Source: an optimization exercise on an open RTL-to-GDS flow (aim: small area, a short achievable clock period and few clock cycles per item). Production flows keep margins and buffers that such runs may drop.
Function was checked by simulation only, so behaviour that the tests miss may differ from the original.

**flow/flow/run.sh**
```bash
#!/bin/bash
# The standard ORFS layout (standard.sh), except that the port buffers that
# global placement inserts on every input and output use the smallest buffer
# cell instead of the resizer's default choice.
set -euo pipefail
bash standard.sh "BUFFER_PORTS_ARGS=-buffer_cell sky130_fd_sc_hd__buf_1" finish > standard.log 2>&1
```
**flow/config.mk**
```make
export PLATFORM = sky130hd
export DESIGN_NAME = sha256_core
export DESIGN_NICKNAME = sha256_core
export VERILOG_FILES = /design/flow/design.v
export SDC_FILE = /design/flow/constraint.sdc
export NUM_CORES = 4
export LEC_CHECK = 0
export ABC_CLOCK_PERIOD_IN_PS = 3000
export CAP_MARGIN = 20
export CORE_MARGIN = 2
export CORE_UTILIZATION = 55
export CTS_CLUSTER_DIAMETER = 100
export CTS_CLUSTER_SIZE = 30
export SETUP_SLACK_MARGIN = 5
export SLEW_MARGIN = 20
```
**flow/standard.sh**
```bash
#!/bin/bash
# synth_recipe.tcl (not shown) runs the flow's synth.tcl, then flattens the netlist and writes it again
# the make line also repeats each setting of config.mk as NAME=value (left out here)
make -C /OpenROAD-flow-scripts/flow DESIGN_CONFIG=/design/flow/config.mk WORK_HOME=/design/flow/orfs CLKGATE_MAP_FILE= SYNTH_SCRIPT=/design/flow/synth_recipe.tcl "${@:-finish}"
```
**flow/design.v**
```verilog
module sha256_core (
    input  wire         clk,
    input  wire         rst,         
    input  wire         in_valid,
    output wire         in_ready,
    input  wire         in_first,
    input  wire [511:0] in_block,    
    output wire         out_valid,
    output wire [255:0] out_digest   
);
    localparam [255:0] IV = {32'h6a09e667, 32'hbb67ae85, 32'h3c6ef372, 32'ha54ff53a,
                             32'h510e527f, 32'h9b05688c, 32'h1f83d9ab, 32'h5be0cd19};
    function [31:0] rotr(input [31:0] x, input integer n);
        rotr = (x >> n) | (x << (32 - n));
    endfunction
    function [31:0] k_next(input [5:0] t);
        case (t)
            6'd0: k_next = 32'h71374491;
            6'd1: k_next = 32'hb5c0fbcf;
            6'd2: k_next = 32'he9b5dba5;
            6'd3: k_next = 32'h3956c25b;
            6'd4: k_next = 32'h59f111f1;
            6'd5: k_next = 32'h923f82a4;
            6'd6: k_next = 32'hab1c5ed5;
            6'd7: k_next = 32'hd807aa98;
            6'd8: k_next = 32'h12835b01;
            6'd9: k_next = 32'h243185be;
            6'd10: k_next = 32'h550c7dc3;
            6'd11: k_next = 32'h72be5d74;
            6'd12: k_next = 32'h80deb1fe;
            6'd13: k_next = 32'h9bdc06a7;
            6'd14: k_next = 32'hc19bf174;
            6'd15: k_next = 32'he49b69c1;
            6'd16: k_next = 32'hefbe4786;
            6'd17: k_next = 32'h0fc19dc6;
            6'd18: k_next = 32'h240ca1cc;
            6'd19: k_next = 32'h2de92c6f;
            6'd20: k_next = 32'h4a7484aa;
            6'd21: k_next = 32'h5cb0a9dc;
            6'd22: k_next = 32'h76f988da;
            6'd23: k_next = 32'h983e5152;
            6'd24: k_next = 32'ha831c66d;
            6'd25: k_next = 32'hb00327c8;
            6'd26: k_next = 32'hbf597fc7;
            6'd27: k_next = 32'hc6e00bf3;
            6'd28: k_next = 32'hd5a79147;
            6'd29: k_next = 32'h06ca6351;
            6'd30: k_next = 32'h14292967;
            6'd31: k_next = 32'h27b70a85;
            6'd32: k_next = 32'h2e1b2138;
            6'd33: k_next = 32'h4d2c6dfc;
            6'd34: k_next = 32'h53380d13;
            6'd35: k_next = 32'h650a7354;
            6'd36: k_next = 32'h766a0abb;
            6'd37: k_next = 32'h81c2c92e;
            6'd38: k_next = 32'h92722c85;
            6'd39: k_next = 32'ha2bfe8a1;
            6'd40: k_next = 32'ha81a664b;
            6'd41: k_next = 32'hc24b8b70;
            6'd42: k_next = 32'hc76c51a3;
            6'd43: k_next = 32'hd192e819;
            6'd44: k_next = 32'hd6990624;
            6'd45: k_next = 32'hf40e3585;
            6'd46: k_next = 32'h106aa070;
            6'd47: k_next = 32'h19a4c116;
            6'd48: k_next = 32'h1e376c08;
            6'd49: k_next = 32'h2748774c;
            6'd50: k_next = 32'h34b0bcb5;
            6'd51: k_next = 32'h391c0cb3;
            6'd52: k_next = 32'h4ed8aa4a;
            6'd53: k_next = 32'h5b9cca4f;
            6'd54: k_next = 32'h682e6ff3;
            6'd55: k_next = 32'h748f82ee;
            6'd56: k_next = 32'h78a5636f;
            6'd57: k_next = 32'h84c87814;
            6'd58: k_next = 32'h8cc70208;
            6'd59: k_next = 32'h90befffa;
            6'd60: k_next = 32'ha4506ceb;
            6'd61: k_next = 32'hbef9a3f7;
            6'd62: k_next = 32'hc67178f2;
            6'd63: k_next = 32'h428a2f98;
            default: k_next = 32'h0;
        endcase
    endfunction
    function [31:0] ivw(input integer i);
        ivw = IV[255 - 32*i -: 32];
    endfunction
    function [31:0] add_bk(input [31:0] x, input [31:0] y);
        reg [31:0] gg, tt, G, T;
        integer lv, i;
        begin
            gg = x & y;
            tt = x ^ y;
            G  = gg;
            T  = tt;
            for (lv = 0; lv < 5; lv = lv + 1)
                for (i = 0; i < 32; i = i + 1)
                    if ((i % (2 << lv)) == (2 << lv) - 1) begin
                        G[i] = G[i] | (T[i] & G[i - (1 << lv)]);
                        T[i] = T[i] & T[i - (1 << lv)];
                    end
            for (lv = 3; lv >= 0; lv = lv - 1)
                for (i = 0; i < 32; i = i + 1)
                    if (i >= (3 << lv) - 1 && (i % (2 << lv)) == (1 << lv) - 1) begin
                        G[i] = G[i] | (T[i] & G[i - (1 << lv)]);
                        T[i] = T[i] & T[i - (1 << lv)];
                    end
            add_bk = tt ^ {G[30:0], 1'b0};
        end
    endfunction
    function [31:0] add_ks(input [31:0] x, input [31:0] y);
        reg [31:0] G, T, G2, T2;
        integer lv, i;
        begin
            G = x & y;
            T = x ^ y;
            for (lv = 0; lv < 5; lv = lv + 1) begin
                G2 = G;
                T2 = T;
                for (i = 0; i < 32; i = i + 1)
                    if (i >= (1 << lv)) begin
                        G2[i] = G[i] | (T[i] & G[i - (1 << lv)]);
                        T2[i] = T[i] & T[i - (1 << lv)];
                    end
                G = G2;
                T = T2;
            end
            add_ks = (x ^ y) ^ {G[30:0], 1'b0};
        end
    endfunction
    function [63:0] csa(input [31:0] x, input [31:0] y, input [31:0] z);
        csa = {x ^ y ^ z, ((x & y) | (x & z) | (y & z)) << 1};
    endfunction
    reg  [31:0] a, b, c, d, e, f, g, h;
    reg  [31:0] w [0:15];      
    reg  [31:0] ra [0:3];      
    reg  [31:0] re [0:3];      
    reg  [31:0] P;             
    reg  [1:0]  ph;            
    reg  [5:0]  cnt;           
    reg         run;           
    reg         lpend;         
    reg         first_q;       
    reg         fiv;           
    reg  [3:0]  j;             
    reg         rdy;
    reg         ov;
    reg         l_iv;          
    reg         l_rg;          
    assign in_ready   = rdy;
    assign out_valid  = ov;
    assign out_digest = {ra[0], ra[3], ra[2], ra[1], re[0], re[3], re[2], re[1]};
    wire accept  = in_valid & rdy;
    wire loading = ~lpend & (~run | (cnt >= 6'd47));
    reg        run_n;
    reg  [5:0] cnt_n;
    reg  [3:0] j_n;
    reg        loading_n;
    always @* begin
        run_n = run;
        cnt_n = cnt;
        if (lpend) begin
            run_n = 1'b1;
            cnt_n = 6'd0;
        end else if (run) begin
            if (cnt == 6'd63) run_n = 1'b0;
            else              cnt_n = cnt + 6'd1;
        end
        j_n = (loading & in_valid & ~accept & ((j != 4'd0) | (ph == 2'd3))) ? j + 4'd1 : 4'd0;
        loading_n = ~accept & (~run_n | (cnt_n >= 6'd47));
    end
    always @(posedge clk) begin
        if (rst) begin
            ph    <= 2'd3;
            run   <= 1'b0;
            lpend <= 1'b0;
            cnt   <= 6'd63;
            j     <= 4'd0;
            rdy   <= 1'b0;
            ov    <= 1'b0;
        end else begin
            ph    <= ph + 2'd1;
            run   <= run_n;
            lpend <= accept;
            cnt   <= cnt_n;
            j     <= j_n;
            rdy   <= loading_n & (j_n == 4'd15);
            ov    <= run & (cnt == 6'd63);
        end
    end
    wire fiv_n = lpend ? first_q : fiv;
    always @(posedge clk) begin
        l_iv <= run_n & (cnt_n == 6'd63) &  fiv_n;
        l_rg <= run_n & (cnt_n == 6'd63) & ~fiv_n;
    end
    always @(posedge clk) begin
        if (accept) first_q <= in_first;
        if (lpend)  fiv     <= first_q;
    end
    wire [31:0] S1  = rotr(e, 6) ^ rotr(e, 11) ^ rotr(e, 25);
    wire [31:0] CH  = (e & f) ^ (~e & g);
    wire [31:0] S0  = rotr(a, 2) ^ rotr(a, 13) ^ rotr(a, 22);
    wire [31:0] MAJ = (a & b) ^ (a & c) ^ (b & c);
    wire        last  = run & (cnt == 6'd63);
    wire [31:0] z0    = ({32{l_iv}} & ivw(0)) | ({32{l_rg}} & ra[1]);
    wire [31:0] z4    = ({32{l_iv}} & ivw(4)) | ({32{l_rg}} & re[1]);
    wire [63:0] ce1 = csa(P, z4, CH);
    wire [63:0] ce2 = csa(d, S1, ce1[31:0]);
    wire [63:0] ce3 = csa(ce2[63:32], ce2[31:0], ce1[63:32]);
    wire [31:0] e_new = add_ks(ce3[63:32], ce3[31:0]);
    wire [63:0] ca1 = csa(P, z0, CH);
    wire [63:0] ca2 = csa(S1, S0, MAJ);
    wire [63:0] ca3 = csa(ca1[63:32], ca1[31:0], ca2[31:0]);
    wire [63:0] ca4 = csa(ca3[63:32], ca3[31:0], ca2[63:32]);
    wire [31:0] a_new = add_ks(ca4[63:32], ca4[31:0]);
    wire [31:0] init0 = first_q ? ivw(0) : ra[1];
    wire [31:0] init1 = first_q ? ivw(1) : ra[0];
    wire [31:0] init2 = first_q ? ivw(2) : ra[3];
    wire [31:0] init3 = first_q ? ivw(3) : ra[2];
    wire [31:0] init4 = first_q ? ivw(4) : re[1];
    wire [31:0] init5 = first_q ? ivw(5) : re[0];
    wire [31:0] init6 = first_q ? ivw(6) : re[3];
    wire [31:0] init7 = first_q ? ivw(7) : re[2];
    wire [31:0] ivA   = (cnt == 6'd61) ? ivw(3) : (cnt == 6'd62) ? ivw(2) : ivw(1);
    wire [31:0] ivE   = (cnt == 6'd61) ? ivw(7) : (cnt == 6'd62) ? ivw(6) : ivw(5);
    wire [31:0] sumA  = add_bk(a, fiv ? ivA : ra[0]);
    wire [31:0] sumE  = add_bk(e, fiv ? ivE : re[0]);
    wire        fin   = run & (cnt >= 6'd61);
    wire selI = lpend & (first_q | ~run);
    always @(posedge clk) begin
        a <= selI  ? init0 : a_new;
        b <= lpend ? (selI ? init1 : sumA) : a;
        c <= lpend ? init2 : b;
        d <= lpend ? init3 : c;
        e <= selI  ? init4 : e_new;
        f <= lpend ? (selI ? init5 : sumE) : e;
        g <= lpend ? init6 : f;
        h <= lpend ? init7 : g;
    end
    always @(posedge clk) begin
        ra[0] <= last ? a_new : ra[1];
        ra[1] <= ra[2];
        ra[2] <= ra[3];
        ra[3] <= fin ? sumA : ra[0];
        re[0] <= last ? e_new : re[1];
        re[1] <= re[2];
        re[2] <= re[3];
        re[3] <= fin ? sumE : re[0];
    end
    wire [31:0] opG  = lpend ? init7 : g;
    wire [31:0] kn   = k_next(cnt);
    wire [63:0] cp1  = csa(opG, kn, w[0]);
    always @(posedge clk)
        P <= cp1[63:32] + cp1[31:0];
    wire [31:0] sm0 = rotr(w[1], 7) ^ rotr(w[1], 18) ^ (w[1] >> 3);
    wire [31:0] sm1 = rotr(w[14], 17) ^ rotr(w[14], 19) ^ (w[14] >> 10);
    wire [63:0] cw1 = csa(sm1, w[9], sm0);
    wire [63:0] cw2 = csa(cw1[63:32], cw1[31:0], w[0]);
    wire [31:0] w_next = cw2[63:32] + cw2[31:0];
    wire [31:0] w_in = in_block[511 - 32*j -: 32];
    integer i;
    always @(posedge clk) begin
        for (i = 0; i < 15; i = i + 1)
            w[i] <= w[i + 1];
        w[15] <= loading ? w_in : w_next;
    end
endmodule
```
**flow/constraint.sdc**
```tcl
create_clock -name core_clock -period 10.0 [get_ports {clk}]
set_input_delay 2.0000 -clock core_clock [delete_from_list [all_inputs] [get_ports {clk}]]
set_output_delay 2.0000 -clock core_clock [all_outputs]
set_load 0.01 [all_outputs]
```
==> results of run 1 <==
## kinds of logic after synthesis
| kind of cell | Yosys count | synth area share (%) |
|---|---|---|
| buffers and inverters | 899 | 6.24 |
| XOR/XNOR | 413 | 6.66 |
| flip-flops | 1076 | 39.7 |
| AO/OA/AOI/OAI | 1333 | 16.0 |
| AND/OR/NAND/NOR | 985 | 7.77 |
| adder cells (fa/ha/maj) | 552 | 17.4 |
| multiplexers | 217 | 6.22 |
## per-stage QoR
step           instances  util, %
3_3_place_gp        7284     59.4
6_report            7430     62.7
2_1_floorplan       5475        -
5_1_grt             7422     62.7
3_5_place_dp        7284     59.4
4_1_cts             7389     61.9
## state kept, by name, indices dropped and copies added (netlist names), 4 cells and up
name and flops:
c 32, f 32, b 32, g 32
P 32, j 4, cnt 6, e 32
kn 32, a 32, w 512, d 32
ra 128, re 128
## critical path: stages (launching register included)
cell and delay (ns):
dfxtp_4 0.36, buf_4 0.15, ha_4 0.17, nor2_4 0.09
nor2_1 0.06, buf_6 0.13, buf_6 0.14, a21o_1 0.17
ha_2 0.18, a21o_1 0.15, a21o_1 0.17, a221o_1 0.35
and3_1 0.19, or3_4 0.45, nor3_4 0.25, nor3_2 0.09
o211a_1 0.26, o41ai_4 0.27, o21ai_1 0.14, fa_2 0.39
xor2_4 0.18, xor2_1 0.16, o21ai_1 0.12, a221oi_2 0.23
a21oi_1 0.09
## routing by layer
metal | track usage [%] | vias to the layer above
li1 | - | 19700
met1 | 51.2 | 21975
met2 | 69.6 | 2836
met3 | 9.08 | 761
met4 | 37.1 | 26
met5 | 0 | -
## cell usage in the layout (no fill, tap or decap), types with 25 or more instances in the layout
master and instances:
a22oi_1 48, nor2_1 250, o211ai_1 100, nand3_1 42
dfxtp_2 32, xnor2_1 288, dfxtp_1 1003, mux2i_1 97
o21ai_0 346, a211oi_1 27, nand2_1 489, buf_1 772
a21oi_1 252, nand2b_1 25, and2_1 25, o21a_1 33
clkbuf_16 46, a22o_1 89, fa_1 333, dfxtp_4 40
buf_4 100, ha_1 202, inv_1 575, o22a_1 62
o22ai_1 44, mux4_2 96, nor3_1 35, xor2_1 92
a21o_1 120
## layout make-up
class                      instances  area, um^2  area share, %
clock buffer                      51        1200           1.95
tap                             1287        1610           2.62
inverter                         583        2200           3.58
clock inverter                    15         274          0.445
sequential                      1076       21700           35.3
multi-input combinational       3502       30400           49.4
antenna                           19        47.5         0.0773
timing repair buffer             897        4080           6.63
## worst max-delay path by stage
stage,start,endpoint,slack (ns),depth (start not counted)
after global placement,fiv,b[31],3.90,20
final,cnt[1],b[31],4.98,24
after CTS,cnt[0],b[31],4.85,24
after global routing,cnt[5],b[31],4.79,21
after floorplan,fiv,b[31],5.02,22
after detailed placement,fiv,b[31],3.77,20
## repair_timing
item / 4_1_cts / 5_1_grt
endpoints found under the setup margin: 116 / 49
resized for setup: 161 / 126
pin swaps: 24 / 36
gates cloned: 7 / 0
setup buffers: 32 / 21
==> impl_metrics.csv, run 1 <==
group,metric,value,unit
run_status,status,"complete, no violations",
clock_network,cts.clk_slew.worst_paths,0.12,ns
clock_network,tritoncts,"yes",
floorplanning,die_w,318,um
floorplanning,start_util,55.4,%
sta,finalHoldViolations,0,
critical_path,r2r_cells,24,
route,first_pass_iters,6,
synthesis,synth_enable_flop_cells,1,
synthesis,netlist_top_cells_area,"dfxtp_1 (40%), fa_1 (13%), xnor2_1 (5.0%)",
synthesis,synthCells,5475,
synthesis,synth_flop_cell,"dfxtp_1",
sta,slew_viol_final,0,
synthesis,yosysSeqAreaShare,39.7,%
worst_hold_path,hold_path.class,"flop to flop",
clock_network,numCtsBuffers,46,
synthesis,ys_async_sr_fraction,0,%
clock_network,cts_hold_buf,0,
place,dpl_cell_area,0.0583,mm^2
worst_hold_path,min_path_cells,0,
worst_hold_path,holdPathEnd,"w[1][3]",
floorplanning,rows,115,
synthesis,synthTopCellsByCount,"dfxtp_1 (1075), inv_1 (579), nand2_1 (492)",
critical_path,worstPathArrival,5.58,ns
place,hpwlAfterDp,177,mm
critical_path,critical_path_class,"flop to flop",
critical_path,cp_max_fo,4,
route,drtIter0Drc,5523,
sta,maxSlewHeadroom,21.4,%
route,highest_layer,"met5",
grt,grt_max_degree,110,
sta,setup_viol,0,
route,remaining_drc_errors,0,
route,m1WireLength,79.6,mm
critical_path,startpoint_type,"flop",
place,dp_slack,3.77,ns
critical_path,r2r-start,"cnt[1]",
synthesis,synth.cell_area,0.0543,mm^2
sta,min_period,5.02,ns
sta,setup_ws,4.98,ns
sta,skew,0.0815,ns
critical_path,required,10.56,ns
clock_network,clk_latency,0.71,ns
grt,grt_pass1_wl,317,mm
route,met3WireLength,20.4,mm
route,wirelength,226,mm
clock_network,cts-root-buf,"clkbuf_16",
sta,rsz0062_at_grt,"yes",
grt,gr-total-overflow,0,
route,num_vias,45298,
place,place_congestion,1.05,
worst_hold_path,hold_start,"w[2][3]",
floorplanning,core,0.0981,mm^2
grt,grt_antenna_before_repair,42,
route,avgRoutedWirePerCell,30.5,um
sta,tns,0,ns
synthesis,yosys.area.top_type_share,39.6,%
place,portBuffers,773,
flow_run,drv_cap,0,
sta,finalCritPeriodShare,50.2,%
clock_network,h-tree-depth,2,
cells_and_area,drive_above_1_share,8.72,%
synthesis,synth_nets,6542,
cells_and_area,post-route-cell-area,0.0615,mm^2
floorplanning,io_pins,774,
floorplanning,dieArea,0.101,mm^2
grt,grt_use_total,43.9,%
synthesis,yosysMostFrequentCell,"dfxtp_1",
route,viasPerCell,6.10,
route,dr_wl_met2,102,mm
critical_path,r2r_slack,4.98,ns
route,postRouteAntennaNets,0,
grt,grt_pass1_vias,44257,
synthesis,avgSynthCellArea,9.92,um^2
clock_network,clock_path_buffers,3,
sta,fmax,199,MHz
cells_and_area,fillers,8144,
critical_path,cp-end-kind,"flop",
sta,worst_pin_slew,1.17,ns
synthesis,yosysTopAreaCell,"dfxtp_1",
critical_path,rr_endpoint,"b[31]",
synthesis,synth_cell_type_count,83,
sta,holdWs,0.306,ns
cells_and_area,areaGrowthSynthToFinish,13.2,%
synthesis,yosysWarnings,4,
clock_network,cts_sinks,1076,
synthesis,synth.ff_latch_count,1076,
floorplanning,die_y,318,um
cells_and_area,nets,7173,
Testbench counts, summed over its fixed seeds: cycles 20,624, items 320.
==> run 2: changes to the inputs <==
--- a/flow/design.v
+++ b/flow/design.v
@@ -129,7 +129,11 @@
         end
     endfunction
     function [63:0] csa(input [31:0] x, input [31:0] y, input [31:0] z);
-        csa = {x ^ y ^ z, ((x & y) | (x & z) | (y & z)) << 1};
+        reg [31:0] t;
+        begin
+            t   = x ^ y;
+            csa = {t ^ z, ((x & y) | (t & z)) << 1};
+        end
     endfunction
     reg  [31:0] a, b, c, d, e, f, g, h;
     reg  [31:0] w [0:15];      
--- a/flow/config.mk
+++ b/flow/config.mk
@@ -9,7 +9,7 @@
 export CAP_MARGIN = 20
 export CORE_MARGIN = 2
 export CORE_UTILIZATION = 55
-export CTS_CLUSTER_DIAMETER = 100
-export CTS_CLUSTER_SIZE = 30
+export CTS_CLUSTER_DIAMETER = 80
+export CTS_CLUSTER_SIZE = 25
 export SETUP_SLACK_MARGIN = 5
 export SLEW_MARGIN = 20
==> run 2 against run 1 <==
Net effect:
- sequential share of layout area down 0.15 points
- synthesized cell count down 1.6%
- first-iteration DRC count down 3.2%
- still clean
- hold slack better by 0.015 ns
- register-to-register slack better by 0.04 ns
- worst setup slack better by 0.044 ns
- highest routed layer unchanged
- wire length down 3.1%
- final cell count down 1.0%
==> impl_metrics.csv, run 2 <==
group,metric,value,unit
run_status,status,"complete, no violations",
critical_path,worstSetupStartpoint,"e[19]",
clock_network,cts-root-buf,"clkbuf_16",
synthesis,yosysTopAreaCell,"dfxtp_1",
sta,finalCritPeriodShare,49.8,%
route,avgRoutedWirePerCell,29.8,um
clock_network,cts.clk_slew.worst_paths,0.10,ns
route,viasPerCell,6.09,
sta,finalHoldViolations,0,
critical_path,r2r-start,"e[19]",
route,postRouteAntennaNets,0,
flow_run,drv_cap,0,
synthesis,synthTopCellsByCount,"dfxtp_1 (1075), inv_1 (536), nand2_1 (500)",
critical_path,cp_max_fo,6,
clock_network,h-tree-depth,2,
cells_and_area,drive_above_1_share,9.73,%
cells_and_area,areaGrowthSynthToFinish,14.3,%
route,drtIter0Drc,5344,
floorplanning,io_pins,774,
floorplanning,die_w,317,um
sta,setup_viol,0,
critical_path,crit_top_cell,"fa_1",
sta,slew_viol_final,0,
critical_path,critical_path_buf_inv_count,2,
synthesis,yosys.area.top_type_share,39.8,%
critical_path,critical_path_class,"flop to flop",
synthesis,synth_nets,6457,
cells_and_area,layout_commonest_cell,"dfxtp_1",
critical_path,required,10.60,ns
cells_and_area,reg_top3,"w x512, ra x128, re x128",
cells_and_area,regMostFlops,"w",
synthesis,yosysMostFrequentCell,"dfxtp_1",
route,first_pass_iters,8,
clock_network,tritoncts,"yes",
worst_hold_path,holdPathEnd,"w[1][20]",
synthesis,yosysWarnings,4,
critical_path,rr_endpoint,"ra[0][26]",
grt,gr-total-overflow,0,
cells_and_area,nets,7113,
grt,grt_pass1_wl,308,mm
cells_and_area,final_cell_mix,"dfxtp_1 (1008), buf_1 (772), inv_1 (526)",
synthesis,yosysSeqAreaShare,39.9,%
clock_network,clock_path_buffers,3,
sta,fmax,201,MHz
worst_hold_path,hold_start,"w[2][20]",
route,remaining_drc_errors,0,
floorplanning,dieArea,0.101,mm^2
grt,grt_use_total,42.4,%
synthesis,synth_cell_type_count,79,
synthesis,synth_enable_flop_cells,1,
clock_network,numCtsBuffers,53,
worst_hold_path,min_path_cells,0,
place,portBuffers,773,
sta,worst_pin_slew,1.29,ns
floorplanning,die_y,317,um
synthesis,synth.ff_latch_count,1076,
clock_network,cts_hold_buf,0,
place,hpwlAfterDp,171,mm
synthesis,avgSynthCellArea,10.0,um^2
sta,skew,0.0229,ns
critical_path,cp-end-kind,"flop",
critical_path,slowest_delay,0.51,ns
route,wirelength,219,mm
critical_path,startpoint_type,"flop",
grt,grt_max_degree,83,
synthesis,synthCells,5390,
critical_path,worstPathCellList,"xnor2_1, xnor2_2, inv_1, fa_1, fa_1, fa_1, inv_1, ha_1, nand4_1, nor2_1, o311a_1, o21a_2, o311ai_4, a21oi_4, nand3_1, and2_1, xnor2_1, mux2_2",
clock_network,clk_latency,0.70,ns
place,place_congestion,1.11,
critical_path,r2r_slack,5.02,ns
place,dp.cells,7192,
route,num_vias,44805,
worst_hold_path,hold_path.class,"flop to flop",
critical_path,cp.depth,18,
synthesis,synth.cell_area,0.0540,mm^2
synthesis,synth_flop_cell,"dfxtp_1",
cells_and_area,fillers,7972,
critical_path,crit_family,"adder cells",
grt,grt_antenna_before_repair,22,
floorplanning,core,0.0970,mm^2
critical_path,r2r_cells,18,
floorplanning,start_util,55.7,%
clock_network,cts_sinks,1076,
sta,min_period,4.98,ns
cells_and_area,largest_register_ffs,512,
critical_path,cpMaxStageDelayCell,"fa_1",
sta,maxSlewHeadroom,13.4,%
critical_path,worstPathArrival,5.57,ns
sta,tns,0,ns
grt,grt_pass1_vias,43414,
synthesis,ys_async_sr_fraction,0,%
synthesis,netlist_top_cells_area,"dfxtp_1 (40%), fa_1 (13%), xnor2_1 (5.0%)",
floorplanning,rows,114,
sta,rsz0062_at_grt,"yes",
cells_and_area,final_cells,7352,
[run 2: cell types whose count changed after synthesis, sizes merged, moves of 7 or more]
cell	change
inv	-45
and3	+7
o21a	-13
mux2	+9
a22oi	-19
nand2	+8
nor2	-50
a221oi	+23
o22ai	-8
o21bai	-15
nor3	+7
o21ai	-27
a21oi	+15
a21o	+15
[run 2: kinds of logic after synthesis]
group / share of synthesized area [%]
adders and majority gates: 17.5
buffers and inverters: 5.93
and+or+nand+nor: 7.78
DFF: 39.9
muxes: 6.37
AOI/OAI and AO/OA: 15.9
xor gates and xnor gates: 6.60
[run 2: how the worst max path moves through the flow]
stage | slack, ns | to
after floorplan | 5.09 | re[0][29]
after global placement | 4.12 | b[31]
after detailed placement | 3.99 | b[31]
after CTS | 4.93 | b[31]
after global routing | 4.90 | b[31]
final | 5.02 | ra[0][26]
[run 2: timing repair]
item,in CTS,in global routing
pin swaps,23,53
setup buffers,27,44
gates cloned,1,2
gates resized for setup,171,152
endpoints found under the setup margin,109,57
hold endpoints to repair,0,0
[run 2: cell type report]
type | count | area (um^2) | share of cell area, %
flip-flops and latches | 1076 | 21700 | 35.2
clock buffers | 57 | 1380 | 2.24
multi-input cells | 3463 | 30500 | 49.5
clock inverters | 16 | 263 | 0.425
diodes | 12 | 30.0 | 0.0486
repair buffers | 913 | 4170 | 6.75
well taps | 1276 | 1600 | 2.59
inverters | 539 | 2040 | 3.30
[run 2: routing by layer]
metal	vias up	wire length, um	global-route usage (%)
li1	19550	-	-
met1	21742	78200	50.1
met2	2743	98800	67.6
met3	760	19100	8.05
met4	10	23100	34.7
met5	-	59	0
[run 2: per-stage QoR]
step,instance area [um^2],setup slack [ns],hold WS (ns),util (%)
floorplan,54000,5.09,0.310,-
global placement,58000,4.12,0.310,59.8
detailed placement,58000,3.99,0.312,59.8
CTS,60600,4.93,0.319,62.5
global route,61700,4.90,0.325,63.7
finish,61800,5.02,0.320,63.7
Testbench counts of run 2, summed over its fixed seeds: cycles 20,624, items 320.
==> run 3: changes to the inputs <==
--- a/flow/design.v
+++ b/flow/design.v
@@ -192,10 +192,17 @@
             ov    <= run & (cnt == 6'd63);
         end
     end
+    reg  [2:0] fs;             
+    reg  [2:0] fs_iv;          
+    reg        fs_rg;          
     wire fiv_n = lpend ? first_q : fiv;
-    always @(posedge clk) begin
-        l_iv <= run_n & (cnt_n == 6'd63) &  fiv_n;
-        l_rg <= run_n & (cnt_n == 6'd63) & ~fiv_n;
+    wire [2:0] fs_n = {3{run_n}} & {cnt_n == 6'd63, cnt_n == 6'd62, cnt_n == 6'd61};
+    always @(posedge clk) begin
+        l_iv  <= fs_n[2] &  fiv_n;
+        l_rg  <= fs_n[2] & ~fiv_n;
+        fs    <= fs_n;
+        fs_iv <= fs_n & {3{fiv_n}};
+        fs_rg <= ~fiv_n;
     end
     always @(posedge clk) begin
         if (accept) first_q <= in_first;
@@ -205,7 +212,7 @@
     wire [31:0] CH  = (e & f) ^ (~e & g);
     wire [31:0] S0  = rotr(a, 2) ^ rotr(a, 13) ^ rotr(a, 22);
     wire [31:0] MAJ = (a & b) ^ (a & c) ^ (b & c);
-    wire        last  = run & (cnt == 6'd63);
+    wire        last  = fs[2];
     wire [31:0] z0    = ({32{l_iv}} & ivw(0)) | ({32{l_rg}} & ra[1]);
     wire [31:0] z4    = ({32{l_iv}} & ivw(4)) | ({32{l_rg}} & re[1]);
     wire [63:0] ce1 = csa(P, z4, CH);
@@ -225,11 +232,13 @@
     wire [31:0] init5 = first_q ? ivw(5) : re[0];
     wire [31:0] init6 = first_q ? ivw(6) : re[3];
     wire [31:0] init7 = first_q ? ivw(7) : re[2];
-    wire [31:0] ivA   = (cnt == 6'd61) ? ivw(3) : (cnt == 6'd62) ? ivw(2) : ivw(1);
-    wire [31:0] ivE   = (cnt == 6'd61) ? ivw(7) : (cnt == 6'd62) ? ivw(6) : ivw(5);
-    wire [31:0] sumA  = add_bk(a, fiv ? ivA : ra[0]);
-    wire [31:0] sumE  = add_bk(e, fiv ? ivE : re[0]);
-    wire        fin   = run & (cnt >= 6'd61);
+    wire [31:0] bA    = ({32{fs_rg}} & ra[0]) | ({32{fs_iv[0]}} & ivw(3)) |
+                        ({32{fs_iv[1]}} & ivw(2)) | ({32{fs_iv[2]}} & ivw(1));
+    wire [31:0] bE    = ({32{fs_rg}} & re[0]) | ({32{fs_iv[0]}} & ivw(7)) |
+                        ({32{fs_iv[1]}} & ivw(6)) | ({32{fs_iv[2]}} & ivw(5));
+    wire [31:0] sumA  = add_bk(a, bA);
+    wire [31:0] sumE  = add_bk(e, bE);
+    wire        fin   = |fs;
     wire selI = lpend & (first_q | ~run);
     always @(posedge clk) begin
         a <= selI  ? init0 : a_new;
==> run 3 against run 2 <==
Net effect:
- register-to-register slack got worse by 0.12 ns
- highest routed layer unchanged
- count of clock-buffer cells in the layout increased by 2
- global-route usage decreased by 0.70 points
- via count increased by 1.3%
- area after synthesis increased by 1.7%
- core utilization decreased by 0.25 points
- synthesized cell count increased by 3.4%
- cell area increased by 1.4%
- critical endpoint is now re[0][29]
- sequential cell count increased by 6
- sequential share of layout area decreased by 0.29 points
==> impl_metrics.csv, run 3 <==
group,metric,value,unit
worst_hold_path,hold_start,"w[7][6]",
worst_hold_path,holdPathEnd,"w[6][6]",
synthesis,synth.ff_latch_count,1082,
clock_network,numCtsBuffers,55,
clock_network,tritoncts,"yes",
sta,rsz0062_at_grt,"yes",
sta,finalCritPeriodShare,50.9,%
route,dr_wl_met2,98.4,mm
route,wirelength,219,mm
cells_and_area,nets,7288,
grt,grt_max_degree,90,
clock_network,cts.clk_slew.worst_paths,0.11,ns
sta,skew,0.0826,ns
route,num_vias,45384,
synthesis,yosysWarnings,4,
critical_path,rr_endpoint,"re[0][29]",
worst_hold_path,min_path_cells,0,
synthesis,synth_enable_flop_cells,1,
synthesis,synth_nets,6637,
run_status,status,"complete, no violations",
synthesis,yosysTopAreaCell,"dfxtp_1",
critical_path,cp-end-kind,"flop",
worst_hold_path,hold_path.class,"flop to flop",
cells_and_area,reg_top3,"w x512, ra x128, re x128",
critical_path,critical_path_class,"flop to flop",
route,m1WireLength,79.9,mm
place,dp.cells,7395,
clock_network,cts_sinks,1082,
cells_and_area,drive_above_1_share,9.83,%
sta,finalHoldViolations,0,
route,remaining_drc_errors,0,
synthesis,yosysSeqAreaShare,39.4,%
route,postRouteAntennaNets,0,
flow_run,drv_cap,0,
floorplanning,rows,115,
synthesis,ys_async_sr_fraction,0,%
cells_and_area,final_cell_mix,"dfxtp_1 (1008), buf_1 (772), inv_1 (633)",
sta,min_period,5.09,ns
synthesis,synth_cell_type_count,78,
critical_path,startpoint_type,"flop",
sta,maxSlewHeadroom,19.8,%
critical_path,required,10.62,ns
floorplanning,die_y,320,um
grt,grt_use_total,41.7,%
place,hpwlAfterDp,171,mm
sta,fmax,196,MHz
clock_network,cts_hold_buf,0,
route,met3WireLength,19.1,mm
floorplanning,core,0.0987,mm^2
floorplanning,start_util,55.7,%
floorplanning,dieArea,0.102,mm^2
critical_path,r2r_cells,18,
cells_and_area,regMostFlops,"w",
synthesis,synthCells,5573,
route,viasPerCell,6.01,
critical_path,cpMaxStageDelayCell,"dfxtp_4",
clock_network,clock_path_buffers,3,
sta,tns,0,ns
route,first_pass_iters,6,
cells_and_area,fillers,8239,
route,avgRoutedWirePerCell,29.0,um
synthesis,yosysMostFrequentCell,"dfxtp_1",
cells_and_area,layout_commonest_cell,"dfxtp_1",
critical_path,cp_max_fo,16,
clock_network,clk_latency,0.75,ns
floorplanning,die_w,320,um
floorplanning,io_pins,774,
synthesis,avgSynthCellArea,9.86,um^2
sta,holdWs,0.269,ns
place,place_congestion,1.07,
grt,grt_pass1_wl,306,mm
synthesis,yosys.area.top_type_share,39.4,%
synthesis,synthTopCellsByCount,"dfxtp_1 (1081), inv_1 (640), nand2_1 (500)",
route,highest_layer,"met5",
sta,slew_viol_final,0,
clock_network,cts-root-buf,"clkbuf_16",
sta,setup_viol,0,
critical_path,r2r_slack,4.91,ns
cells_and_area,final_cells,7551,
critical_path,worstPathCellList,"buf_12, nand2_1, fa_1, inv_1, fa_1, inv_1, fa_1, inv_1, ha_2, a21oi_2, o21ai_0, a221o_1, or3_4, a211oi_4, o31ai_2, o211a_1, or3_4, a31o_4",
grt,grt_pass1_vias,43494,
place,portBuffers,773,
cells_and_area,areaGrowthSynthToFinish,13.9,%
critical_path,worstPathArrival,5.72,ns
place,dp_slack,4.02,ns
synthesis,netlist_top_cells_area,"dfxtp_1 (39%), fa_1 (12%), ha_1 (4.7%)",
sta,worst_pin_slew,1.19,ns
synthesis,synth.cell_area,0.0550,mm^2
grt,gr-total-overflow,0,
cells_and_area,largest_register_ffs,512,
critical_path,slowest_delay,0.46,ns
synthesis,synth_flop_cell,"dfxtp_1",
critical_path,r2r-start,"l_rg",
route,drtIter0Drc,5115,
grt,grt_antenna_before_repair,30,
sta,setup_ws,4.91,ns
clock_network,h-tree-depth,2,
==> run 3: cell count changes after synthesis, sizes merged, moves of 15 or more <==
| cell | change |
|---|---|
| xnor2 | -34 |
| mux2 | +47 |
| a22oi | -24 |
| a22o | -47 |
| o22ai | +15 |
| a21o | -22 |
| xor2 | +26 |
| a21oi | +47 |
| nor2 | +27 |
| inv | +105 |
| nand3 | +18 |
==> run 3: what timing repair did <==
item                                    4_1_cts  5_1_grt
resized for setup                           125      179
cloned                                        1        4
pin swaps                                     2       36
endpoints found under the setup margin       80       66
hold endpoints to repair                      0        0
setup buffers                                11       43
==> run 3: how the worst max path moves through the flow <==
stage,startpoint,endpoint,slack [ns],cells past startpoint
floorplan,e[19],e[29],5.02,18
CTS,e[19],a[30],4.88,17
finish,l_rg,re[0][29],4.91,18
detailed placement,e[27],a[30],4.02,16
global placement,e[27],ra[0][30],4.15,16
global route,l_rg,re[0][29],4.85,18
==> run 3: stage by stage <==
step | area (um^2) | util [%]
2_1_floorplan | 55000 | -
3_3_place_gp | 59000 | 59.8
3_5_place_dp | 59000 | 59.8
4_1_cts | 61300 | 62.1
5_1_grt | 62600 | 63.4
6_report | 62600 | 63.4
==> run 3: cell families (layout without fill, tap and decap cells) <==
| logic type | count (synthesis) | in the layout | share of synthesized area [%] |
|---|---|---|---|
| AOI/OAI and AO/OA | 1291 | 1291 | 15.1 |
| DFF | 1082 | 1082 | 39.4 |
| and+or+nand+nor | 1020 | 1020 | 8.08 |
| buffers and inverters | 955 | 1626 | 6.53 |
| adders and majority gates | 552 | 552 | 17.2 |
| xor gates and xnor gates | 399 | 399 | 6.36 |
| muxes | 274 | 274 | 7.32 |
| other | 0 | 20 | 0 |
==> run 3: critical path: cells and delay by family, from the launching register on <==
family          cells  cell delay, ns
compound gates      7            1.71
fa+ha+maj           4            1.54
buf+inv             4            0.43
flops               1            0.46
simple gates        3            0.82
==> run 3: per-layer routing <==
layer,track usage (%),up-vias
met5,0,-
li1,-,20081
met3,8.30,676
met1,50.5,22025
met4,30.3,16
met2,66.4,2586
==> run 3: area by class of cell <==
cell class	count	area, um^2	share of cell area [%]
Timing Repair Buffer	905	4130	6.60
Clock buffer	59	1400	2.24
Multi-Input combinational cell	3536	30800	49.2
Sequential cell	1082	21900	34.9
Tap cell	1287	1610	2.57
Inverter	644	2430	3.88
Antenna cell	20	50.0	0.0799
Clock inverter	18	313	0.500
Testbench counts of run 3, summed over its fixed seeds: cycles 20,624, items 320.
==> run 4: changes to the inputs <==
--- a/flow/design.v
+++ b/flow/design.v
@@ -13,74 +13,25 @@
     function [31:0] rotr(input [31:0] x, input integer n);
         rotr = (x >> n) | (x << (32 - n));
     endfunction
+    localparam [2047:0] K_NEXT = {
+        32'h428a2f98, 32'hc67178f2, 32'hbef9a3f7, 32'ha4506ceb,
+        32'h90befffa, 32'h8cc70208, 32'h84c87814, 32'h78a5636f,
+        32'h748f82ee, 32'h682e6ff3, 32'h5b9cca4f, 32'h4ed8aa4a,
+        32'h391c0cb3, 32'h34b0bcb5, 32'h2748774c, 32'h1e376c08,
+        32'h19a4c116, 32'h106aa070, 32'hf40e3585, 32'hd6990624,
+        32'hd192e819, 32'hc76c51a3, 32'hc24b8b70, 32'ha81a664b,
+        32'ha2bfe8a1, 32'h92722c85, 32'h81c2c92e, 32'h766a0abb,
+        32'h650a7354, 32'h53380d13, 32'h4d2c6dfc, 32'h2e1b2138,
+        32'h27b70a85, 32'h14292967, 32'h06ca6351, 32'hd5a79147,
+        32'hc6e00bf3, 32'hbf597fc7, 32'hb00327c8, 32'ha831c66d,
+        32'h983e5152, 32'h76f988da, 32'h5cb0a9dc, 32'h4a7484aa,
+        32'h2de92c6f, 32'h240ca1cc, 32'h0fc19dc6, 32'hefbe4786,
+        32'he49b69c1, 32'hc19bf174, 32'h9bdc06a7, 32'h80deb1fe,
+        32'h72be5d74, 32'h550c7dc3, 32'h243185be, 32'h12835b01,
+        32'hd807aa98, 32'hab1c5ed5, 32'h923f82a4, 32'h59f111f1,
+        32'h3956c25b, 32'he9b5dba5, 32'hb5c0fbcf, 32'h71374491};
     function [31:0] k_next(input [5:0] t);
-        case (t)
-            6'd0: k_next = 32'h71374491;
-            6'd1: k_next = 32'hb5c0fbcf;
-            6'd2: k_next = 32'he9b5dba5;
-            6'd3: k_next = 32'h3956c25b;
-            6'd4: k_next = 32'h59f111f1;
-            6'd5: k_next = 32'h923f82a4;
-            6'd6: k_next = 32'hab1c5ed5;
-            6'd7: k_next = 32'hd807aa98;
-            6'd8: k_next = 32'h12835b01;
-            6'd9: k_next = 32'h243185be;
-            6'd10: k_next = 32'h550c7dc3;
-            6'd11: k_next = 32'h72be5d74;
-            6'd12: k_next = 32'h80deb1fe;
-            6'd13: k_next = 32'h9bdc06a7;
-            6'd14: k_next = 32'hc19bf174;
-            6'd15: k_next = 32'he49b69c1;
-            6'd16: k_next = 32'hefbe4786;
-            6'd17: k_next = 32'h0fc19dc6;
-            6'd18: k_next = 32'h240ca1cc;
-            6'd19: k_next = 32'h2de92c6f;
-            6'd20: k_next = 32'h4a7484aa;
-            6'd21: k_next = 32'h5cb0a9dc;
-            6'd22: k_next = 32'h76f988da;
-            6'd23: k_next = 32'h983e5152;
-            6'd24: k_next = 32'ha831c66d;
-            6'd25: k_next = 32'hb00327c8;
-            6'd26: k_next = 32'hbf597fc7;
-            6'd27: k_next = 32'hc6e00bf3;
-            6'd28: k_next = 32'hd5a79147;
-            6'd29: k_next = 32'h06ca6351;
-            6'd30: k_next = 32'h14292967;
-            6'd31: k_next = 32'h27b70a85;
-            6'd32: k_next = 32'h2e1b2138;
-            6'd33: k_next = 32'h4d2c6dfc;
-            6'd34: k_next = 32'h53380d13;
-            6'd35: k_next = 32'h650a7354;
-            6'd36: k_next = 32'h766a0abb;
-            6'd37: k_next = 32'h81c2c92e;
-            6'd38: k_next = 32'h92722c85;
-            6'd39: k_next = 32'ha2bfe8a1;
-            6'd40: k_next = 32'ha81a664b;
-            6'd41: k_next = 32'hc24b8b70;
-            6'd42: k_next = 32'hc76c51a3;
-            6'd43: k_next = 32'hd192e819;
-            6'd44: k_next = 32'hd6990624;
-            6'd45: k_next = 32'hf40e3585;
-            6'd46: k_next = 32'h106aa070;
-            6'd47: k_next = 32'h19a4c116;
-            6'd48: k_next = 32'h1e376c08;
-            6'd49: k_next = 32'h2748774c;
-            6'd50: k_next = 32'h34b0bcb5;
-            6'd51: k_next = 32'h391c0cb3;
-            6'd52: k_next = 32'h4ed8aa4a;
-            6'd53: k_next = 32'h5b9cca4f;
-            6'd54: k_next = 32'h682e6ff3;
-            6'd55: k_next = 32'h748f82ee;
-            6'd56: k_next = 32'h78a5636f;
-            6'd57: k_next = 32'h84c87814;
-            6'd58: k_next = 32'h8cc70208;
-            6'd59: k_next = 32'h90befffa;
-            6'd60: k_next = 32'ha4506ceb;
-            6'd61: k_next = 32'hbef9a3f7;
-            6'd62: k_next = 32'hc67178f2;
-            6'd63: k_next = 32'h428a2f98;
-            default: k_next = 32'h0;
-        endcase
+        k_next = K_NEXT[32*t +: 32];
     endfunction
     function [31:0] ivw(input integer i);
         ivw = IV[255 - 32*i -: 32];
@@ -192,17 +143,10 @@
             ov    <= run & (cnt == 6'd63);
         end
     end
-    reg  [2:0] fs;             
-    reg  [2:0] fs_iv;          
-    reg        fs_rg;          
     wire fiv_n = lpend ? first_q : fiv;
-    wire [2:0] fs_n = {3{run_n}} & {cnt_n == 6'd63, cnt_n == 6'd62, cnt_n == 6'd61};
-    always @(posedge clk) begin
-        l_iv  <= fs_n[2] &  fiv_n;
-        l_rg  <= fs_n[2] & ~fiv_n;
-        fs    <= fs_n;
-        fs_iv <= fs_n & {3{fiv_n}};
-        fs_rg <= ~fiv_n;
+    always @(posedge clk) begin
+        l_iv <= run_n & (cnt_n == 6'd63) &  fiv_n;
+        l_rg <= run_n & (cnt_n == 6'd63) & ~fiv_n;
     end
     always @(posedge clk) begin
         if (accept) first_q <= in_first;
@@ -212,7 +156,7 @@
     wire [31:0] CH  = (e & f) ^ (~e & g);
     wire [31:0] S0  = rotr(a, 2) ^ rotr(a, 13) ^ rotr(a, 22);
     wire [31:0] MAJ = (a & b) ^ (a & c) ^ (b & c);
-    wire        last  = fs[2];
+    wire        last  = run & (cnt == 6'd63);
     wire [31:0] z0    = ({32{l_iv}} & ivw(0)) | ({32{l_rg}} & ra[1]);
     wire [31:0] z4    = ({32{l_iv}} & ivw(4)) | ({32{l_rg}} & re[1]);
     wire [63:0] ce1 = csa(P, z4, CH);
@@ -232,13 +176,11 @@
     wire [31:0] init5 = first_q ? ivw(5) : re[0];
     wire [31:0] init6 = first_q ? ivw(6) : re[3];
     wire [31:0] init7 = first_q ? ivw(7) : re[2];
-    wire [31:0] bA    = ({32{fs_rg}} & ra[0]) | ({32{fs_iv[0]}} & ivw(3)) |
-                        ({32{fs_iv[1]}} & ivw(2)) | ({32{fs_iv[2]}} & ivw(1));
-    wire [31:0] bE    = ({32{fs_rg}} & re[0]) | ({32{fs_iv[0]}} & ivw(7)) |
-                        ({32{fs_iv[1]}} & ivw(6)) | ({32{fs_iv[2]}} & ivw(5));
-    wire [31:0] sumA  = add_bk(a, bA);
-    wire [31:0] sumE  = add_bk(e, bE);
-    wire        fin   = |fs;
+    wire [31:0] ivA   = (cnt == 6'd61) ? ivw(3) : (cnt == 6'd62) ? ivw(2) : ivw(1);
+    wire [31:0] ivE   = (cnt == 6'd61) ? ivw(7) : (cnt == 6'd62) ? ivw(6) : ivw(5);
+    wire [31:0] sumA  = add_bk(a, fiv ? ivA : ra[0]);
+    wire [31:0] sumE  = add_bk(e, fiv ? ivE : re[0]);
+    wire        fin   = run & (cnt >= 6'd61);
     wire selI = lpend & (first_q | ~run);
     always @(posedge clk) begin
         a <= selI  ? init0 : a_new;
==> run 4 against run 3 <==
Net effect:
- first-iteration DRC count up 10%
- core utilization increased by 1.1 points
- sequential share of layout area is 0.46 points lower
- wire length grew 2.5%
- worst setup slack gained 0.017 ns
- cell area fell by 2.0%
- maximum frequency up 0.33%
- largest cell class unchanged
- clock skew is 0.014 ns lower
==> impl_metrics.csv, run 4 <==
group,metric,value,unit
critical_path,required,10.63,ns
sta,setup_ws,4.92,ns
synthesis,synth_flop_cell,"dfxtp_1",
route,avgRoutedWirePerCell,31.1,um
critical_path,cpMaxStageDelayCell,"fa_1",
route,num_vias,44580,
critical_path,crit_family,"compound AO/OA/AOI/OAI gates",
sta,setup_viol,0,
synthesis,yosys.area.top_type_share,39.5,%
cells_and_area,largest_register_ffs,512,
sta,rsz0062_at_grt,"yes",
synthesis,netlist_top_cells_area,"dfxtp_1 (39%), fa_1 (13%), xnor2_1 (5.0%)",
synthesis,synth_enable_flop_cells,1,
sta,min_period,5.08,ns
sta,finalCritPeriodShare,50.8,%
synthesis,avgSynthCellArea,10.2,um^2
cells_and_area,final_cell_mix,"dfxtp_1 (972), buf_1 (773), inv_1 (484)",
grt,grt_max_degree,77,
sta,tns,0,ns
floorplanning,rows,113,
sta,worst_pin_slew,1.30,ns
synthesis,synth.cell_area,0.0529,mm^2
critical_path,startpoint_type,"flop",
cells_and_area,reg_top3,"w x512, ra x128, re x128",
grt,grt_use_total,44.6,%
cells_and_area,layout_commonest_cell,"dfxtp_1",
grt,grt_antenna_before_repair,42,
clock_network,cts_sinks,1044,
synthesis,yosysWarnings,4,
floorplanning,io_pins,774,
synthesis,synth.ff_latch_count,1044,
sta,fmax,197,MHz
clock_network,cts.clk_slew.worst_paths,0.09,ns
synthesis,yosysSeqAreaShare,39.5,%
cells_and_area,regMostFlops,"w",
synthesis,synth_cell_type_count,90,
grt,gr-total-overflow,0,
sta,finalHoldViolations,0,
route,drtIter0Drc,5650,
synthesis,ys_async_sr_fraction,0,%
grt,grt_pass1_wl,310,mm
floorplanning,dieArea,0.0987,mm^2
clock_network,clock_path_buffers,3,
critical_path,slowest_delay,0.51,ns
clock_network,clk_latency,0.74,ns
sta,skew,0.0690,ns
cells_and_area,drive_above_1_share,11.8,%
route,postRouteAntennaNets,0,
place,hpwlAfterDp,175,mm
route,viasPerCell,6.18,
sta,maxSlewHeadroom,12.5,%
critical_path,cp-end-kind,"flop",
run_status,status,"complete, no violations",
route,wirelength,224,mm
floorplanning,die_y,314,um
synthesis,synthTopCellsByCount,"dfxtp_1 (1043), inv_1 (490), nand2_1 (451)",
clock_network,h-tree-depth,2,
place,dp_slack,3.14,ns
sta,slew_viol_final,0,
grt,grt_pass1_vias,42776,
floorplanning,core,0.0952,mm^2
route,remaining_drc_errors,0,
synthesis,synth_nets,6259,
cells_and_area,areaGrowthSynthToFinish,16.0,%
floorplanning,start_util,55.6,%
clock_network,tritoncts,"yes",
critical_path,r2r_slack,4.92,ns
place,place_congestion,1.12,
sta,holdWs,0.302,ns
critical_path,critical_path_class,"flop to flop",
route,first_pass_iters,7,
cells_and_area,fillers,7704,
synthesis,synthCells,5203,
clock_network,numCtsBuffers,53,
worst_hold_path,hold_path.class,"flop to flop",
synthesis,yosysTopAreaCell,"dfxtp_1",
critical_path,cp_max_fo,49,
cells_and_area,nets,6956,
critical_path,worstPathArrival,5.70,ns
critical_path,worstPathCellList,"buf_6, nor2_1, o21ai_1, o31ai_1, o21ai_0, a21oi_2, fa_1, inv_1, ha_1, a21oi_1, o22ai_1, or4_1, a31oi_4, nor2_1, or3_1, a21oi_1, nor2b_1, o31a_1",
critical_path,critical_path_buf_inv_count,2,
synthesis,yosysMostFrequentCell,"dfxtp_1",
floorplanning,die_w,314,um
flow_run,drv_cap,0,
place,portBuffers,773,
clock_network,cts-root-buf,"clkbuf_16",
[run 4: logic make-up (layout without fill, tap and decap cells)]
group	Yosys count	after routing	synth area share, %
buffers and inverters	794	1513	5.69
AND/OR/NAND/NOR	898	898	7.47
AO/OA/AOI/OAI	1287	1287	16.2
multiplexers	232	232	6.80
adder cells (fa/ha/maj)	541	541	17.6
other	0	28	0
XOR/XNOR	407	407	6.74
flip-flops	1044	1044	39.5
[run 4: final cells by class]
class                   instances  area (um^2)  area share, %
clock inverters                19          289          0.471
diodes                         28         70.1          0.114
well taps                    1265         1580           2.58
clock buffers                  58         1380           2.24
inverters                     494         1880           3.07
flip-flops and latches       1044        21100           34.4
repair buffers                942         4520           7.37
multi-input cells            3365        30500           49.7
[run 4: worst paths after layout]
kind / startpoint / endpoint / cells past startpoint
hold reg to reg: w[7][13] / w[6][13] / 0
setup / recovery: cnt[2] / P[23] / 18
hold / removal: w[7][13] / w[6][13] / 0
setup reg to reg: cnt[2] / P[23] / 18
[run 4: per-stage QoR]
stage / util, % / std cells / area (um^2)
3_3_place_gp: 59.6 / 6989 / 56700
6_report: 64.5 / 7215 / 61400
5_1_grt: 64.4 / 7190 / 61300
4_1_cts: 62.7 / 7124 / 59600
3_5_place_dp: 59.6 / 6989 / 56700
2_1_floorplan: - / 5203 / 52900
[run 4: worst reg2reg max path, cell delays in order, from the launching register on]
cell     delay [ns]
dfxtp_4        0.42
buf_6          0.38
nor2_1         0.22
o21ai_1        0.47
o31ai_1        0.16
o21ai_0        0.29
a21oi_2        0.17
fa_1           0.52
inv_1          0.04
ha_1           0.38
a21oi_1        0.16
o22ai_1        0.09
or4_1          0.46
a31oi_4        0.27
nor2_1         0.11
or3_1          0.40
a21oi_1        0.19
nor2b_1        0.07
o31a_1         0.23
[run 4: repair_timing]
action	4_1_cts	5_1_grt
pin swaps	39	70
gates resized for setup	197	235
hold buffers	0	0
setup buffers	55	60
setup endpoints to repair	182	66
gates cloned	3	3
[run 4: per-layer routing]
layer	vias up	wire length (um)	share of wire (%)	track usage, %
li1	19156	-	-	-
met1	21720	79200	35	52.6
met2	2886	100000	45	68.3
met3	804	22200	9.9	12.2
met4	14	22700	10	36.2
met5	-	96	0.043	0
Testbench counts of run 4, summed over its fixed seeds: cycles 20,624, items 320.
==> run 5: changes to the inputs <==
--- a/flow/config.mk
+++ b/flow/config.mk
@@ -8,7 +8,7 @@
 export ABC_CLOCK_PERIOD_IN_PS = 3000
 export CAP_MARGIN = 20
 export CORE_MARGIN = 2
-export CORE_UTILIZATION = 55
+export CORE_UTILIZATION = 65
 export CTS_CLUSTER_DIAMETER = 80
 export CTS_CLUSTER_SIZE = 25
 export SETUP_SLACK_MARGIN = 5
==> run 5 against run 4 <==
Net effect:
- the flow now stops in 5_1_grt
- area after synthesis stayed put
- synthesized cell count is the same
==> impl_metrics.csv, run 5 <==
group,metric,value,unit
run_status,status,"did not finish",
run_status,lastStage,"5_1_grt",
run_status,error,"[ERROR GRT-0232] Routing congestion too high. Check the congestion heatmap in the GUI.",
floorplanning,io_pins,774,
floorplanning,die_y,289,um
synthesis,synth.cell_area,0.0529,mm^2
synthesis,synth_nets,6259,
grt,grt_max_degree,90,
synthesis,synthTopCellsByCount,"dfxtp_1 (1043), inv_1 (490), nand2_1 (451)",
synthesis,synth_fa_ha_area_share,17.6,%
synthesis,yosysWarnings,4,
synthesis,synth.ff_latch_count,1044,
place,dp_slack,3.13,ns
clock_network,cts-root-buf,"clkbuf_16",
clock_network,clock_path_buffers,3,
clock_network,h-tree-depth,2,
synthesis,yosysTopAreaCell,"dfxtp_1",
floorplanning,start_util,65.7,%
synthesis,synthCells,5203,
place,hpwlAfterDp,173,mm
grt,gr-total-overflow,166,
floorplanning,rows,104,
clock_network,numCtsBuffers,51,
synthesis,yosysMostFrequentCell,"dfxtp_1",
synthesis,synth_top_family_by_area,"adder cells",
synthesis,synth_cell_type_count,90,
sta,grt_worst_setup_endpoint,"f[31]$_DFF_P_/D",
synthesis,ys_async_sr_fraction,0,%
clock_network,cts_hold_buf,0,
synthesis,synth_flop_cell,"dfxtp_1",
synthesis,yosysSeqAreaShare,39.5,%
synthesis,synth-xor-area-share,6.74,%
synthesis,netlist_top_cells_area,"dfxtp_1 (39%), fa_1 (13%), xnor2_1 (5.0%)",
place,dp.cells,6785,
place,place_congestion,1.12,
synthesis,synth_enable_flop_cells,1,
sta,endpoint_type,"sequential cell input",
synthesis,synth_compound_area_share,16.2,%
synthesis,synthMuxAreaShare,6.80,%
place,portBuffers,773,
grt,grt_use_total,67.9,%
synthesis,yosys.area_share.simple,7.47,%
synthesis,avgSynthCellArea,10.2,um^2
floorplanning,die_w,289,um
synthesis,yosys.area.top_type_share,39.5,%
clock_network,cts_sinks,1044,
[run 5: cell counts after synthesis]
Identical to the previous run, type by type.
[run 5: layer usage]
layer | global-route usage, % | overflow
met5 | 14.3 | 0
met2 | 86.8 | 93
met3 | 48.1 | 6
met4 | 65.3 | 67
met1 | 70.6 | 0
[run 5: metrics by stage]
| step | area [um^2] |
|---|---|
| 2_1_floorplan | 52900 |
| 3_3_place_gp | 56500 |
| 3_5_place_dp | 56500 |
| 4_1_cts | 59900 |
[run 5: worst min-delay path by stage]
stage | startpoint | to | slack [ns] | cells past startpoint
4_1_cts | w[2][5] | w[1][5] | 0.28 | 0
3_5_place_dp | w[8][2] | w[7][2] | 0.31 | 0
2_1_floorplan | w[11][0] | w[10][0] | 0.31 | 0
3_3_place_gp | w[4][11] | w[3][11] | 0.31 | 0
[run 5: logic make-up after synthesis]
kind of cell	Yosys count
AO/OA/AOI/OAI	1287
flip-flops	1044
AND/OR/NAND/NOR	898
buffers and inverters	794
adder cells (fa/ha/maj)	541
XOR/XNOR	407
multiplexers	232
[run 5: timing repair]
item / CTS
gates resized for setup: 317
gates cloned: 6
endpoints found under the setup margin: 174
setup buffers: 68
pin swaps: 57

-- static timing again, ports no longer ideal --
The results above use ideal ports. As a check the final layouts listed here were re-extracted and re-timed, cells and wires unchanged.
Step 1: set_driving_cell puts a clkbuf_16 on clk and a buf_2 on each other input, an assumption about the parent block.
Step 2 times the ports against the registers' clock, not the clock port: input delays grow and output delays shrink by t, the midpoint of the rising clock arrivals with the driver on.
Three values: ideal ports, drivers, drivers and shift; two values: the first two.
run | t, ns | setup WS [ns] | latest minus earliest clock arrival (ns) | slew at the worst register clock pin (ns)
run 1 | 0.753 | 4.980 / 4.980 / 4.454 | 0.086 / 0.086 | 0.12 / 0.12
run 2 | 0.756 | 5.024 / 5.024 / 4.725 | 0.030 / 0.029 | 0.10 / 0.10
run 3 | 0.787 | 4.906 / 4.906 / 4.406 | 0.085 / 0.084 | 0.11 / 0.11
run 4 | 0.776 | 4.923 / 4.923 / 4.923 | 0.069 / 0.069 | 0.11 / 0.11
After both steps every run listed still meets setup and hold. The setup slack of run 1, which loses most, moves by 0.000 ns with the drivers and by -0.526 ns with both steps.
